Background: an optimization exercise with open tools, aiming at small area, a short achievable clock period and few clock cycles. Do not read the settings as production practice.
Function was checked by simulation only, so behaviour that the tests miss may differ from the original.
The clock port is modelled as an ideal driver; clocking choices that lean on that would not hold on a real chip.

== lane 1 ==
## sillage_gen
module sillage_gen (
    input  wire         clk,
    input  wire         rst,           
    input  wire         req_valid,
    output wire         req_ready,
    input  wire [1:0]   req_op,        
    input  wire [47:0]  req_step,
    input  wire [15:0]  req_stream,
    input  wire [63:0]  req_gei,
    input  wire [127:0] req_seed,
    output wire         resp_valid,
    input  wire         resp_ready,
    output wire [31:0]  resp_data
);
    localparam integer NS = 8;         
    localparam integer DL = 24;        
    localparam [1:0] OP_WORD = 2'd0, OP_UNI = 2'd1, OP_ATM = 2'd2, OP_SEED = 2'd3;
    localparam [2:0] C_NONE = 3'b011;  
    localparam [31:0]  RK_STEP = 32'h6A5D_39E1;
    localparam [127:0] KD = {32'h7B04_D3E8, 32'hC26A_F019, 32'h1D9E_47A5, 32'h8F3B_2C61};
    localparam [63:0]  S_ZERO_SUB = 64'hC3A5_C85C_97CB_3127;
    function [31:0] rotl;
        input [31:0] v;
        input integer n;
        begin
            rotl = (n == 0) ? v : ((v << n) | (v >> (32 - n)));
        end
    endfunction
    function [31:0] add32;
        input [31:0] a, b;
        reg   [31:0] g, p, gn, pn;
        integer      l, i, d;
        begin
            g = a & b;
            p = a ^ b;
            for (l = 0; l < 5; l = l + 1) begin
                d  = 1 << l;
                gn = g;
                pn = p;
                for (i = 0; i < 32; i = i + 1)
                    if ((i / d) % 2 == 1) begin
                        gn[i] = g[i] | (p[i] & g[(i / d) * d - 1]);
                        pn[i] = p[i] & p[(i / d) * d - 1];
                    end
                g = gn;
                p = pn;
            end
            add32 = (a ^ b) ^ {g[30:0], 1'b0};
        end
    endfunction
    reg  [127:0]    k;                 
    reg             tag_v;             
    reg             sp;                
    reg             ir_v, ir_miss;
    reg  [1:0]      ir_op;
    reg  [5:0]      ir_pos;
    reg  [127:0]    ir_c;              
    reg  [128*NS-1:0] rr;              
    reg  [3*DL+2:0] dc;                
    reg  [6*DL+5:0] dp;                
    reg  [127:0]    y;                 
    reg  [2:0]      b_c;               
    reg  [5:0]      b_pos;
  ...
==> flow/config.mk <==
export PLATFORM = sky130hd
export DESIGN_NAME = sillage_gen
export DESIGN_NICKNAME = sillage_gen
export VERILOG_FILES = /design/flow/design.v
export SDC_FILE = /design/flow/constraint.sdc
export NUM_CORES = 4
export LEC_CHECK = 0
export CAP_MARGIN = 40
export CORE_MARGIN = 2
export CORE_UTILIZATION = 55
export SLEW_MARGIN = 30
==> flow/constraint.sdc <==
create_clock -name core_clock -period 10.0 [get_ports {clk}]
set_input_delay 2.0000 -clock core_clock [delete_from_list [all_inputs] [get_ports {clk}]]
set_output_delay 2.0000 -clock core_clock [all_outputs]
set_load 0.01 [all_outputs]
standard.sh (not shown) runs the stock make flow with config.mk's settings and CLKGATE_MAP_FILE= SYNTH_SCRIPT=/design/flow/synth_recipe.tcl, a recipe that flattens the netlist after the stock synthesis.
==> flow/flow/run.sh <==
#!/bin/bash
set -euo pipefail
bash standard.sh SETUP_SLACK_MARGIN=6.2 \
    "BUFFER_PORTS_ARGS=-buffer_cell sky130_fd_sc_hd__buf_2" \
    "CTS_ARGS=-sink_clustering_enable -repair_clock_nets -dont_use_dummy_load" \
    finish > run_standard.log 2>&1
Testbench counts of lane 1, summed over its fixed seeds: cycles 6,884.
### lane 1 -> lane 2
Settings: ABC_AREA: unset -> 1.
==> flow/flow/run.sh <==
#!/bin/bash
set -euo pipefail
bash standard.sh SETUP_SLACK_MARGIN=6.2 "BUFFER_PORTS_ARGS=-buffer_cell sky130_fd_sc_hd__buf_2" finish > run_standard.log 2>&1
Results
Lane 2 ends up with a number of cells after detailed placement that is 1237 higher than in lane 1.
Summary of lane 2 over lane 1: total die area went up about 1.3%, distinct cell type count after synthesis now sits lower, final hold slack increased by 18 ps relative to the old numbers, met1 demand-to-capacity share in global routing grew by 0.75 points, effective utilization at floorplan now sits at about the same level.
Final standard cell utilization of the core across lane 1 and lane 2: no real change.
Of lane 1 and lane 2, lane 2 shows the higher total non-filler cell area in the finished layout, with lane 1 below it.
Global-route usage over all layers down 2.0 points in lane 2 wrt lane 1
What lane 3 does differently from lane 2 at the input level:
==> flow/flow/run.sh <==
#!/bin/bash
set -euo pipefail
bash standard.sh SETUP_SLACK_MARGIN=6.4 \
    "BUFFER_PORTS_ARGS=-buffer_cell sky130_fd_sc_hd__buf_2" \
    "CTS_ARGS=-sink_clustering_enable -repair_clock_nets -dont_use_dummy_load" \
    finish > run_standard.log 2>&1
Results
- Lane 3 went all the way through synthesis, placement and routing and the layout is clean on timing, DRC and antenna.
- Lane 2 | status: complete | timing, DRC, antenna: pass
- The higher critical path depth of lane 2 and lane 3 is in lane 3.
- Lane 3 against lane 2: share of the core filled with cells rose by 0.43 points, fraction of met3 tracks used by global routing rose by 0.58 points, count of buffers not belonging to the clock network in the layout rose by 110, final standard cell area without fillers rose by 0.65%.
- Between lane 2 and lane 3, remaining max-slew budget at the tightest pin decreased.
- Taking lane 2 as the reference point, the global-route usage of lane 3 rises by 0.16 points.
- Total wire length up 0.73% in lane 3 wrt lane 2
#### Input delta (lane 4 over lane 3)
Settings: CORE_UTILIZATION now 60, was 55.
==> flow/flow/run.sh <==
#!/bin/bash
set -euo pipefail
bash standard.sh SETUP_SLACK_MARGIN=6.2 \
    "BUFFER_PORTS_ARGS=-buffer_cell sky130_fd_sc_hd__buf_2" \
    "CTS_ARGS=-sink_clustering_enable -repair_clock_nets -dont_use_dummy_load" \
    finish > run_standard.log 2>&1
Of lane 4 and lane 3, it is lane 4 that has the lower cell count.
| area fraction in compound gates after synthesis | lane 4 vs lane 3 | ≈ equal |
Input changes introduced in lane 5 (baseline for comparison: lane 4):
Settings: CORE_UTILIZATION: 60 -> 55.
==> flow/flow/run.sh <==
#!/bin/bash
set -euo pipefail
bash standard.sh SETUP_SLACK_MARGIN=6.0 \
    "BUFFER_PORTS_ARGS=-buffer_cell sky130_fd_sc_hd__buf_2" \
    "CTS_ARGS=-sink_clustering_enable -repair_clock_nets -dont_use_dummy_load" \
    finish > run_standard.log 2>&1
Results
The flow did not stop early for lane 5: all stages ran, and the layout cleared the timing, design-rule and antenna checks.
Lane 5 against lane 4.
[lane 5 vs lane 4] quantity of gates resized following cts: lower in lane 5
Lane 4 → lane 5: filler cell count now sits higher; post-route cell area dropped 0.96%; setup slack has decreased.
In lane 5, total met2 wirelength after detailed routing is lower than in lane 4.

## port drivers added, routing unchanged
Ports are ideal in the flow. The routed layouts listed here were re-timed in OpenROAD. Step 1 assumes that a clkbuf_16 drives the clock port and a buf_2 every other input. Step 2 times the ports against the registers' clock, not the clock port: input delays grow and output delays shrink by t, the midpoint of the rising clock arrivals with the driver on. a / b / c = no drivers / after step 1 / after step 2; a / b = the first two.
run | shift t [ns] | slack for setup (ns) | worst hold slack (ns) | latest minus earliest clock arrival (ns) | slew at the worst register clock pin (ns)
lane 1 | 0.902 | 5.863 / 5.863 / 5.360 | 0.395 / 0.395 / 0.395 | 0.102 / 0.102 | 0.07 / 0.07
lane 2 | 0.951 | 6.036 / 6.036 / 5.507 | 0.413 / 0.413 / 0.413 | 0.053 / 0.054 | 0.07 / 0.07
lane 3 | 0.923 | 6.008 / 6.008 / 5.655 | 0.369 / 0.369 / 0.369 | 0.096 / 0.096 | 0.07 / 0.07
lane 4 | 0.958 | 6.107 / 6.107 / 5.382 | 0.400 / 0.400 / 0.400 | 0.125 / 0.125 | 0.07 / 0.07
lane 5 | 0.924 | 6.002 / 6.002 / 5.554 | 0.365 / 0.365 / 0.365 | 0.098 / 0.098 | 0.07 / 0.07
After both steps every run listed still meets setup and hold. The setup slack of lane 4, which loses most, moves by 0.000 ns with the drivers and by -0.725 ns with both steps.
